From an optimization exercise on the open Yosys and OpenROAD flow, aimed at small area and a short achievable clock period; shortcuts taken in it are not production practice.
Where RTL was checked, it was by simulation tests only, not by an equivalence proof against the original.
Power and IR drop assume default switching activity.

==> flow/design.v (excerpt) <==
module ce_dalu (
    input  wire        clk,
    input  wire        rst,          
    input  wire        ins_valid,    
    input  wire [31:0] ins,          
    input  wire [2:0]  rd_sel,       
    output wire [15:0] rd_data,
    output wire [39:0] acc,          
    output wire [4:0]  flags         
);
clock: 20.0 ns
lec_check: 0
abc_area: 1
cap_margin: 20
core_margin: 2
core_utilization: 45
cts_buf_list: sky130_fd_sc_hd__clkbuf_8
cts_cluster_diameter: 60
cts_cluster_size: 15
slew_margin: 20
standard.sh (not shown) runs the stock make flow with config.mk's settings and CLKGATE_MAP_FILE= SYNTH_SCRIPT=/design/flow/synth_recipe.tcl, a recipe that flattens the netlist after the stock synthesis.
==> flow/flow/run.sh <==
#!/bin/bash
# Standard layout, with these changes:
#  - synthesis: the standard synthesis script, sourcing a copy of ORFS's
#    synth.tcl whose only change is the ABC script (flow/abc.script);
#  - after synthesis, fapol.py removes inverters around full adders by
#    flipping adder polarities; the result is kept only if ABC proves it
#    equivalent to the synthesized netlist;
#  - plain buffers (not delay cells) on the ports;
#  - the resizer's timing repair asked for more setup slack than the
#    standard flow.
set -euo pipefail
W=$PWD
F=$W/flow
sed 's#^  log_cmd abc {\*}$abc_args$#  log_cmd abc -script '"$F"'/abc.script {*}[lrange $abc_args 2 end]#' \
    "$FLOW_HOME/scripts/synth.tcl" > "$W/synth_mine.tcl"
grep -q "abc.script" "$W/synth_mine.tcl"
sed 's#source $::env(SCRIPTS_DIR)/synth.tcl#source '"$W"'/synth_mine.tcl#' \
    "$W/synth_recipe.tcl" > "$W/synth_recipe_mine.tcl"
grep -q "synth_mine.tcl" "$W/synth_recipe_mine.tcl"
ARGS=(SYNTH_SCRIPT="$W/synth_recipe_mine.tcl"
      BUFFER_PORTS_ARGS="-buffer_cell sky130_fd_sc_hd__buf_2"
      SETUP_SLACK_MARGIN=10 TNS_END_PERCENT=0)
bash standard.sh "${ARGS[@]}" synth > make_synth.log 2>&1

# full-adder polarity clean-up, checked by ABC's combinational equivalence
R=$W/orfs/results/sky130hd/ce_dalu/base
LIB=$FLOW_HOME/platforms/sky130hd/lib/sky130_fd_sc_hd__tt_025C_1v80.lib
cp "$R/1_2_yosys.v" "$W/netlist_synth.v"
python3 "$F/fapol.py" "$W/netlist_synth.v" "$W/netlist_fapol.v" > fapol.log 2>&1
for n in synth fapol; do
  cat > "$W/blif_$n.ys" <<EOY
read_liberty -ignore_miss_func $LIB
read_verilog $W/netlist_$n.v
hierarchy -top ce_dalu
flatten
opt_clean
techmap
opt -fast
dfflegalize -cell \$_DFF_P_ x
write_blif $W/netlist_$n.blif
EOY
  yosys -q -s "$W/blif_$n.ys" > "yosys_blif_$n.log" 2>&1
done
yosys-abc -c "cec $W/netlist_synth.blif $W/netlist_fapol.blif" > cec.log 2>&1 || true
if grep -q "Networks are equivalent" cec.log; then
  cp "$W/netlist_fapol.v" "$R/1_2_yosys.v"
  echo "fapol netlist used" >> fapol.log
else
  echo "fapol netlist NOT used" >> fapol.log
fi
bash standard.sh "${ARGS[@]}" finish > make.log 2>&1
Other scripts of this flow, unchanged in this note and not shown: flow/flow/abc.script, flow/flow/fapol.py
Rerun with:
--- a/flow/design.v
+++ b/flow/design.v
@@ -158,37 +158,38 @@
     wire        rnd_co;
     ce_dalu_inc16 u_rnd (.a(acc_r[31:16]), .b(16'd0), .ci(acc_r[15]),
                          .s(rnd_v), .p(rnd_p), .g(rnd_g), .co(rnd_co));
     wire        r_ones  = &acc_r[30:15];
     wire        rnd_hi  = ~acc_r[39] & ((|acc_r[38:31]) | r_ones);
     wire        rnd_lo  =  acc_r[39] & ~(&acc_r[38:31]) &
                           ~((&acc_r[38:32]) & ~acc_r[31] & r_ones);
     wire        rnd_sat = s_r & (rnd_hi | rnd_lo);
     wire [15:0] r_rnd   = rnd_sat ? {rnd_lo, {15{rnd_hi}}} : rnd_v;
     wire a_zero = i_neg | i_abs | i_ldi;
     wire a_imm  = i_addi | i_cmpi | i_ldi;
-    wire a_da   = i_neg | i_abs;
-    wire a_inv  = i_sub | i_cmp | i_cmpi | i_neg | (i_abs & da[15]) |
-                  i_min | i_max | i_lim;
+    wire a_inv  = i_sub | i_cmp | i_cmpi | i_neg | i_min | i_max | i_lim;
+    wire a_cin  = a_inv | (i_abs & da[15]);
     wire [15:0] al  = a_zero ? 16'd0 : da;
-    wire [15:0] ar0 = a_imm ? imm : a_da ? da : db;
+    wire [15:0] ar0 = a_imm ? imm :
+                      i_abs ? (da ^ {16{da[15]}}) :
+                      i_neg ? da : db;
     wire [15:0] ar  = ar0 ^ {16{a_inv}};
     wire [15:0] asum, a_p, a_g;
     wire        a_c16;
-    ce_dalu_add16 u_alu (.a(al), .b(ar), .ci(a_inv), .s(asum), .p(a_p), .g(a_g), .co(a_c16));
+    ce_dalu_add16 u_alu (.a(al), .b(ar), .ci(a_cin), .s(asum), .p(a_p), .g(a_g), .co(a_c16));
     wire        a_x16 = al[15] ^ ar[15] ^ a_c16;           
     wire        a_ovf = a_x16 ^ asum[15];
     wire        a_s   = (i_addi ? s_i : s_r) & ~(i_cmp | i_cmpi);
     wire [15:0] r_add = (a_ovf & a_s) ? {a_x16, {15{~a_x16}}} : asum;
     wire [15:0] a_k   = al | ar;
-    wire        a_z   = &(~(a_p ^ {a_k[14:0], a_inv}));
+    wire        a_z   = &(~(a_p ^ {a_k[14:0], a_cin}));
     wire        z_add = a_z & ~(a_ovf & a_s);
     wire        c_alu = (i_add | i_addi) ? a_c16 : ~a_c16;
     wire [15:0] c1_s, c1_p, c1_g, c2_s, c2_p, c2_g;
     wire        c1_co, c2_co;
     ce_dalu_cmp16 u_cmp1 (.a({~dd[15], dd[14:0]}), .b({da[15], ~da[14:0]}), .ci(1'b1),
                           .s(c1_s), .p(c1_p), .g(c1_g), .co(c1_co));
     ce_dalu_cmp16 u_cmp2 (.a({~db[15], db[14:0]}), .b({dd[15], ~dd[14:0]}), .ci(1'b1),
                           .s(c2_s), .p(c2_p), .g(c2_g), .co(c2_co));
     wire lt_ab = a_x16;                                     
     wire lt_da = ~c1_co;                                    
     wire gt_db = ~c2_co;                                    
Die area went up slightly; first-iteration DRC count increases by roughly a tenth; non-clock buffer count grows by 14; utilization climbs by 0.19 points; clock power grows by a little under a tenth; sequential share of layout area came out lower by 0.44 points; setup slack gains 0.16 ns; critical path depth fell by 25; power fell by about a fifth; hold slack loses 0.0046 ns; cell area rises by a few percent; synthesized area is higher slightly.
The RTL of the second run of this note was laid out without a check of its function.

---

Another version of the RTL of ce_dalu (not shown whole).
For scale: ~3400 cells after synthesis, ~27000 um2 of cells after synthesis.
export LEC_CHECK = 0
export ABC_AREA = 1
export CAP_MARGIN = 20
export CORE_MARGIN = 2
export CORE_UTILIZATION = 45
export CTS_BUF_LIST = sky130_fd_sc_hd__clkbuf_8
export CTS_CLUSTER_DIAMETER = 60
export CTS_CLUSTER_SIZE = 15
export SLEW_MARGIN = 20
create_clock -name core_clock -period 20.0 [get_ports {clk}]
Scripts as last shown in full above: flow/flow/run.sh
Other scripts of this flow, unchanged in this note and not shown: flow/flow/abc.script, flow/flow/fapol.py
Next try:
--- a/flow/design.v
+++ b/flow/design.v
@@ -189,32 +189,35 @@
     ce_dalu_cmp16 u_cmp1 (.a({~dd[15], dd[14:0]}), .b({da[15], ~da[14:0]}), .ci(1'b1),
                           .s(c1_s), .p(c1_p), .g(c1_g), .co(c1_co));
     ce_dalu_cmp16 u_cmp2 (.a({~db[15], db[14:0]}), .b({dd[15], ~dd[14:0]}), .ci(1'b1),
                           .s(c2_s), .p(c2_p), .g(c2_g), .co(c2_co));
     wire lt_ab = a_x16;                                     
     wire lt_da = ~c1_co;                                    
     wire gt_db = ~c2_co;                                    
     wire gt_ab = ~lt_ab & (asum != 16'd0);                  
     wire sel_a = i_mov | (i_min & lt_ab) | (i_max & ~lt_ab) | (i_lim & ~gt_ab & lt_da);
     wire sel_b = (i_min & ~lt_ab) | (i_max & lt_ab) | (i_lim & (gt_ab | (~lt_da & gt_db)));
     wire sel_d = i_lim & ~gt_ab & ~lt_da & ~gt_db;
     wire g_add = i_add | i_sub | i_addi | i_cmp | i_cmpi | i_neg | i_abs;
-    wire [15:0] wd_o = ({16{sel_a}} & da) | ({16{sel_b}} & db) | ({16{sel_d}} & dd) |
-                     ({16{i_rnd}} & r_rnd) |
-                     ({16{i_and | i_or}} & a_g) |
-                     ({16{i_or | i_xor}} & a_p) |
-                     ({16{i_shl}} & r_shl) |
-                     ({16{i_shr}} & r_shr);
-    wire [15:0] wd   = ({16{g_add | i_ldi}} & r_add) | wd_o;
-    wire        wd_z = g_add ? z_add : (wd_o == 16'd0);
+    wire [15:0] wd_m = ({16{sel_a}} & da) | ({16{sel_b}} & db) | ({16{sel_d}} & dd);
+    wire [15:0] wd_x = ({16{i_rnd}} & r_rnd) |
+                       ({16{i_and | i_or}} & a_g) |
+                       ({16{i_or | i_xor}} & a_p) |
+                       ({16{i_shl}} & r_shl) |
+                       ({16{i_shr}} & r_shr);
+    wire [15:0] wd   = ({16{g_add | i_ldi}} & r_add) | wd_m | wd_x;
+    wire        z_m  = (sel_a & (da == 16'd0)) | (sel_b & (db == 16'd0)) |
+                       (sel_d & (dd == 16'd0));
+    wire        wd_z = (g_add & z_add) | ((i_min | i_max | i_lim) & z_m) |
+                       ((i_rnd | i_and | i_or | i_xor | i_shl | i_shr) & (wd_x == 16'd0));
     wire wr_d = i_ldi | i_mov | i_rnd | i_add | i_sub | i_addi | i_and | i_or |
                 i_xor | i_shl | i_shr | i_min | i_max | i_lim | i_neg | i_abs;
     wire [15:0] wdat = wd;
     wire        we   = ex & wr_d;
     always @(posedge clk) begin
         if (rst | (we & (fd == 3'd0))) d0 <= wdat;
         if (rst | (we & (fd == 3'd1))) d1 <= wdat;
         if (rst | (we & (fd == 3'd2))) d2 <= wdat;
         if (rst | (we & (fd == 3'd3))) d3 <= wdat;
         if (rst | (we & (fd == 3'd4))) d4 <= wdat;
         if (rst | (we & (fd == 3'd5))) d5 <= wdat;
         if (rst | (we & (fd == 3'd6))) d6 <= wdat;
- The changed run completed without violations
- register-to-register slack gets better by 100 ps
- maximum frequency fell by 1.1%
- non-clock buffer count rose by 16
- final area hardly moves
- wire length rose by 3.4%
- die area hardly moves
- worst setup slack gets worse by 110 ps
Only the layout flow was run in the first run of this note; the RTL was not checked for function there.

---

ce_dalu, a different RTL version from the one above (not shown whole).
Size in the first run: roughly 99 I/O pins.
==> flow/config.mk <==
export PLATFORM = sky130hd
export DESIGN_NAME = ce_dalu
export DESIGN_NICKNAME = ce_dalu
export VERILOG_FILES = /design/flow/design.v
export SDC_FILE = /design/flow/constraint.sdc
export NUM_CORES = 8
export LEC_CHECK = 0
export ABC_AREA = 1
export CAP_MARGIN = 20
export CORE_MARGIN = 2
export CORE_UTILIZATION = 45
export CTS_BUF_LIST = sky130_fd_sc_hd__clkbuf_8
export CTS_CLUSTER_DIAMETER = 60
export CTS_CLUSTER_SIZE = 15
export SLEW_MARGIN = 20
==> flow/constraint.sdc <==
create_clock -name core_clock -period 20.0 [get_ports {clk}]
set_input_delay 4.0000 -clock core_clock [delete_from_list [all_inputs] [get_ports {clk}]]
set_output_delay 4.0000 -clock core_clock [all_outputs]
set_load 0.01 [all_outputs]
==> flow/flow/run.sh <==
#!/bin/bash
# Standard layout, with these changes:
#  - synthesis: the standard synthesis script, sourcing a copy of ORFS's
#    synth.tcl whose only change is the ABC script (flow/abc.script);
#  - after synthesis, fapol2.py picks a polarity for every full adder so
#    that the netlist needs fewer inverters; the result is kept only if ABC
#    proves it equivalent to the synthesized netlist;
#  - plain buffers (not delay cells) on the ports;
#  - the resizer's timing repair asked for more setup slack than the
#    standard flow.
set -euo pipefail
W=$PWD
F=$W/flow
sed 's#^  log_cmd abc {\*}$abc_args$#  log_cmd abc -script '"$F"'/abc.script {*}[lrange $abc_args 2 end]#' \
    "$FLOW_HOME/scripts/synth.tcl" > "$W/synth_mine.tcl"
grep -q "abc.script" "$W/synth_mine.tcl"
sed 's#source $::env(SCRIPTS_DIR)/synth.tcl#source '"$W"'/synth_mine.tcl#' \
    "$W/synth_recipe.tcl" > "$W/synth_recipe_mine.tcl"
grep -q "synth_mine.tcl" "$W/synth_recipe_mine.tcl"
ARGS=(SYNTH_SCRIPT="$W/synth_recipe_mine.tcl"
      BUFFER_PORTS_ARGS="-buffer_cell sky130_fd_sc_hd__buf_2"
      SETUP_SLACK_MARGIN=10 TNS_END_PERCENT=0)
bash standard.sh "${ARGS[@]}" synth > make_synth.log 2>&1

# full-adder polarity clean-up, checked by ABC's combinational equivalence
R=$W/orfs/results/sky130hd/ce_dalu/base
LIB=$FLOW_HOME/platforms/sky130hd/lib/sky130_fd_sc_hd__tt_025C_1v80.lib
cp "$R/1_2_yosys.v" "$W/netlist_synth.v"
python3 "$F/fapol2.py" "$W/netlist_synth.v" "$W/netlist_fapol.v" > fapol.log 2>&1
for n in synth fapol; do
  cat > "$W/blif_$n.ys" <<EOY
read_liberty -ignore_miss_func $LIB
read_verilog $W/netlist_$n.v
hierarchy -top ce_dalu
flatten
opt_clean
techmap
opt -fast
dfflegalize -cell \$_DFF_P_ x
write_blif $W/netlist_$n.blif
EOY
  yosys -q -s "$W/blif_$n.ys" > "yosys_blif_$n.log" 2>&1
done
yosys-abc -c "cec $W/netlist_synth.blif $W/netlist_fapol.blif" > cec.log 2>&1 || true
if grep -q "Networks are equivalent" cec.log; then
  cp "$W/netlist_fapol.v" "$R/1_2_yosys.v"
  echo "fapol netlist used" >> fapol.log
else
  echo "fapol netlist NOT used" >> fapol.log
fi
bash standard.sh "${ARGS[@]}" finish > make.log 2>&1
Other scripts of this flow, unchanged in this note and not shown: flow/flow/abc.script, flow/flow/fapol2.py
Change:
--- a/flow/design.v
+++ b/flow/design.v
@@ -204,20 +204,31 @@
     wire [15:0] wd_m = ({16{sel_a}} & da) | ({16{sel_b}} & db) | ({16{sel_d}} & dd);
     wire [15:0] wd_x = ({16{i_rnd}} & r_rnd) |
                        ({16{i_and | i_or}} & a_g) |
                        ({16{i_or | i_xor}} & a_p) |
                        ({16{i_shl}} & r_shl) |
                        ({16{i_shr}} & r_shr);
     wire [15:0] wd   = ({16{g_add | i_ldi}} & r_add) | wd_m | wd_x;
     wire        z_m  = (sel_a & (da == 16'd0)) | (sel_b & (db == 16'd0)) |
                        (sel_d & (dd == 16'd0));
+    reg  [15:0] m_ge, m_le;                     
+    integer mj;
+    always @(*) begin
+        for (mj = 0; mj < 16; mj = mj + 1) begin
+            m_ge[mj] = (mj >= imm[3:0]);
+            m_le[mj] = (mj + imm[3:0] <= 15);
+        end
+    end
+    wire        z_shr = ((da & m_ge) == 16'd0);
+    wire        z_shl = ((da & m_le) == 16'd0) & (~s_i | (da == 16'd0));
     wire        wd_z = (g_add & z_add) | ((i_min | i_max | i_lim) & z_m) |
-                       ((i_rnd | i_and | i_or | i_xor | i_shl | i_shr) & (wd_x == 16'd0));
+                       (i_shr & z_shr) | (i_shl & z_shl) |
+                       ((i_rnd | i_and | i_or | i_xor) & (wd_x == 16'd0));
     wire wr_d = i_ldi | i_mov | i_rnd | i_add | i_sub | i_addi | i_and | i_or |
                 i_xor | i_shl | i_shr | i_min | i_max | i_lim | i_neg | i_abs;
     wire [15:0] wdat = wd;
     wire        we   = ex & wr_d;
     always @(posedge clk) begin
         if (rst | (we & (fd == 3'd0))) d0 <= wdat;
         if (rst | (we & (fd == 3'd1))) d1 <= wdat;
         if (rst | (we & (fd == 3'd2))) d2 <= wdat;
         if (rst | (we & (fd == 3'd3))) d3 <= wdat;
Result:
- via count grows by about 3%
- maximum frequency grows by 1.9%
- sequential share of layout area shrinks by 0.60 points
- final area grows by about 3%
- clock skew shrinks by 0.026 ns
- sequential power shrinks by about 24%
- synthesized area grows by 4.2%
No functional check of the RTL was part of any run of this note.

---

job 104:
RTL: one of the versions met above, not the one the previous note started from.
For scale: ~3,100 cells after synthesis, about 99 I/O pins, about 0.026 mm² of cells after synthesis.
export LEC_CHECK = 0
export ABC_AREA = 1
export CAP_MARGIN = 20
export CORE_MARGIN = 2
export CORE_UTILIZATION = 45
export CTS_BUF_LIST = sky130_fd_sc_hd__clkbuf_8
export CTS_CLUSTER_DIAMETER = 60
export CTS_CLUSTER_SIZE = 15
export SLEW_MARGIN = 20
create_clock -name core_clock -period 20.0 [get_ports {clk}]
==> flow/flow/run.sh <==
#!/bin/bash
# Standard layout, with these changes:
#  - synthesis: the standard synthesis script, sourcing a copy of ORFS's
#    synth.tcl whose only change is the ABC script (flow/abc.script);
#  - after synthesis, fapol.py removes inverters around full adders by
#    flipping adder polarities; the result is kept only if ABC proves it
#    equivalent to the synthesized netlist;
#  - plain buffers (not delay cells) on the ports;
#  - the resizer's timing repair asked for more setup slack than the
#    standard flow.
set -euo pipefail
W=$PWD
F=$W/flow
sed 's#^  log_cmd abc {\*}$abc_args$#  log_cmd abc -script '"$F"'/abc.script {*}[lrange $abc_args 2 end]#' \
    "$FLOW_HOME/scripts/synth.tcl" > "$W/synth_mine.tcl"
grep -q "abc.script" "$W/synth_mine.tcl"
sed 's#source $::env(SCRIPTS_DIR)/synth.tcl#source '"$W"'/synth_mine.tcl#' \
    "$W/synth_recipe.tcl" > "$W/synth_recipe_mine.tcl"
grep -q "synth_mine.tcl" "$W/synth_recipe_mine.tcl"
ARGS=(SYNTH_SCRIPT="$W/synth_recipe_mine.tcl"
      BUFFER_PORTS_ARGS="-buffer_cell sky130_fd_sc_hd__buf_2"
      SETUP_SLACK_MARGIN=10 TNS_END_PERCENT=0)
bash standard.sh "${ARGS[@]}" synth > make_synth.log 2>&1

# full-adder polarity clean-up, checked by ABC's combinational equivalence
R=$W/orfs/results/sky130hd/ce_dalu/base
LIB=$FLOW_HOME/platforms/sky130hd/lib/sky130_fd_sc_hd__tt_025C_1v80.lib
cp "$R/1_2_yosys.v" "$W/netlist_synth.v"
python3 "$F/fapol.py" "$W/netlist_synth.v" "$W/netlist_fapol.v" > fapol.log 2>&1
for n in synth fapol; do
  cat > "$W/blif_$n.ys" <<EOY
read_liberty -ignore_miss_func $LIB
read_verilog $W/netlist_$n.v
hierarchy -top ce_dalu
flatten
opt_clean
techmap
opt -fast
dfflegalize -cell \$_DFF_P_ x
write_blif $W/netlist_$n.blif
EOY
  yosys -q -s "$W/blif_$n.ys" > "yosys_blif_$n.log" 2>&1
done
yosys-abc -c "cec $W/netlist_synth.blif $W/netlist_fapol.blif" > cec.log 2>&1 || true
if grep -q "Networks are equivalent" cec.log; then
  cp "$W/netlist_fapol.v" "$R/1_2_yosys.v"
  echo "fapol netlist used" >> fapol.log
else
  echo "fapol netlist NOT used" >> fapol.log
fi
bash standard.sh "${ARGS[@]}" finish > make.log 2>&1
Other scripts of this flow, unchanged in this note and not shown: flow/flow/abc.script, flow/flow/fapol.py
Modified inputs, job 105 compared to job 104
--- a/flow/design.v
+++ b/flow/design.v
@@ -202,16 +202,23 @@
     wire [15:0] wd_x = ({16{i_rnd}} & r_rnd) |
                        ({16{i_and | i_or}} & a_g) |
                        ({16{i_or | i_xor}} & a_p) |
                        ({16{i_shl}} & r_shl) |
                        ({16{i_shr}} & r_shr);
     wire [15:0] wd   = ({16{g_add | i_ldi}} & r_add) | wd_m | wd_x;
-    wire        z_m  = (sel_a & (da == 16'd0)) | (sel_b & (db == 16'd0)) |
-                       (sel_d & (dd == 16'd0));
-    wire        wd_z = (g_add & z_add) | ((i_min | i_max | i_lim) & z_m) |
+    wire za = (da == 16'd0), zb = (db == 16'd0), zd = (dd == 16'd0);
+    wire sa = da[15], sb = db[15], sd = dd[15];
+    wire z_min = (za & ~sb) | (zb & ~sa);
+    wire z_max = (za & (sb | zb)) | (zb & (sa | za));
+    wire z_clp = (sa | za) & ~sb & (zd | (za & sd) | (zb & ~sd & ~zd));
+    wire z_lim = gt_ab ? zb : z_clp;
+    wire n_lim = sb | (~gt_ab & sa & sd);
+    wire        wd_z = (g_add & z_add) | (i_min & z_min) | (i_max & z_max) | (i_lim & z_lim) |
                        ((i_rnd | i_and | i_or | i_xor | i_shl | i_shr) & (wd_x == 16'd0));
+    wire        wd_n = (i_min & (sa | sb)) | (i_max & (sa & sb)) | (i_lim & n_lim) |
+                       (~(i_min | i_max | i_lim) & wd[15]);
     wire wr_d = i_ldi | i_mov | i_rnd | i_add | i_sub | i_addi | i_and | i_or |
                 i_xor | i_shl | i_shr | i_min | i_max | i_lim | i_neg | i_abs;
     wire [15:0] wdat = wd;
     wire        we   = ex & wr_d;
     always @(posedge clk) begin
         if (rst | (we & (fd == 3'd0))) d0 <= wdat;
@@ -246,13 +253,13 @@
             end else if (g_acc) begin
                 f_na <= 1'b1; f_za <= 1'b1; f_va <= 1'b1; f_c <= 1'b0;
             end else if (sh_acc) begin
                 f_na <= 1'b1; f_za <= 1'b1; f_va <= 1'b0; f_c <= 1'b0;
                 f_v <= i_shla & shla_v;
             end else if (g_nz16) begin
-                f_n <= wd[15]; f_z <= wd_z; f_c <= c16;
+                f_n <= wd_n; f_z <= wd_z; f_c <= c16;
                 f_na <= 1'b0; f_za <= 1'b0;
                 if (v_upd16) begin
                     f_v <= v16; f_va <= 1'b0;
                 end
                 if (sat16) f_sat <= 1'b1;
             end
--- outcome ---
Fmax | job 105 vs job 104 | job 105 slower
Against job 104, job 105 reports a global-route wire length before repair that is higher.
In the metrics for job 105 and job 104, the one carrying the higher internal power consumption is job 105.
Combinational fraction of design power: job 105 vs job 104 up 7.4 points
Job 105 -> job 104: non-filler instance count after layout flat
Job 105 does worse than job 104 on clock period minus worst slack.
Taking job 104 as the reference, in job 105 met1 routed wirelength after detailed routing went up by 2.4%; clock-cell share of area decreased by 0.19 points relative to the old numbers; via count held steady; portion of the clock cycle consumed by the worst path in the final layout +1.6 points.
The run showing the smaller signal arrival time at the worst endpoint is job 104.
Job 105 did not stop at any stage, and its layout met the timing, DRC and antenna checks.
Function not checked in job 105: the RTL went through the layout flow alone.

## port drivers added, routing unchanged
No port has a modelled driver above. Below, the same layouts with a new extraction and two added sets of constraints. Step 1 sets driving cells, clkbuf_16 on the clock port and buf_2 on the other inputs (assumed; they add their load-dependent delay and slew). Step 2, shift: input delay + t, output delay - t, t = (earliest + latest rising clock arrival at the registers) / 2. This alone moves slack from input paths to output paths. Slacks: no drivers / after step 1 / after step 2; pairs: no drivers / after step 1.
run	t (ns)	setup WS [ns]	slew at the worst register clock pin (ns)
the first run of note 1	0.689	9.893 / 9.932 / 9.243	0.10 / 0.10
the second run of note 1	0.745	10.051 / 9.998 / 9.331	0.10 / 0.10
the first run of note 2	0.715	10.139 / 10.119 / 9.461	0.10 / 0.10
the second run of note 2	0.698	10.028 / 10.004 / 9.395	0.10 / 0.10
the first run of note 3	0.680	9.861 / 9.805 / 9.242	0.10 / 0.10
the second run of note 3	0.708	10.048 / 9.999 / 9.364	0.10 / 0.10
job 104	0.658	10.056 / 10.024 / 9.483	0.10 / 0.10
job 105	0.661	9.730 / 9.769 / 9.108	0.10 / 0.10
After both steps every run listed still meets setup and hold. For the second run of note 1, which loses most, drivers alone change the setup slack by -0.053 ns; drivers and shift together by -0.720 ns.
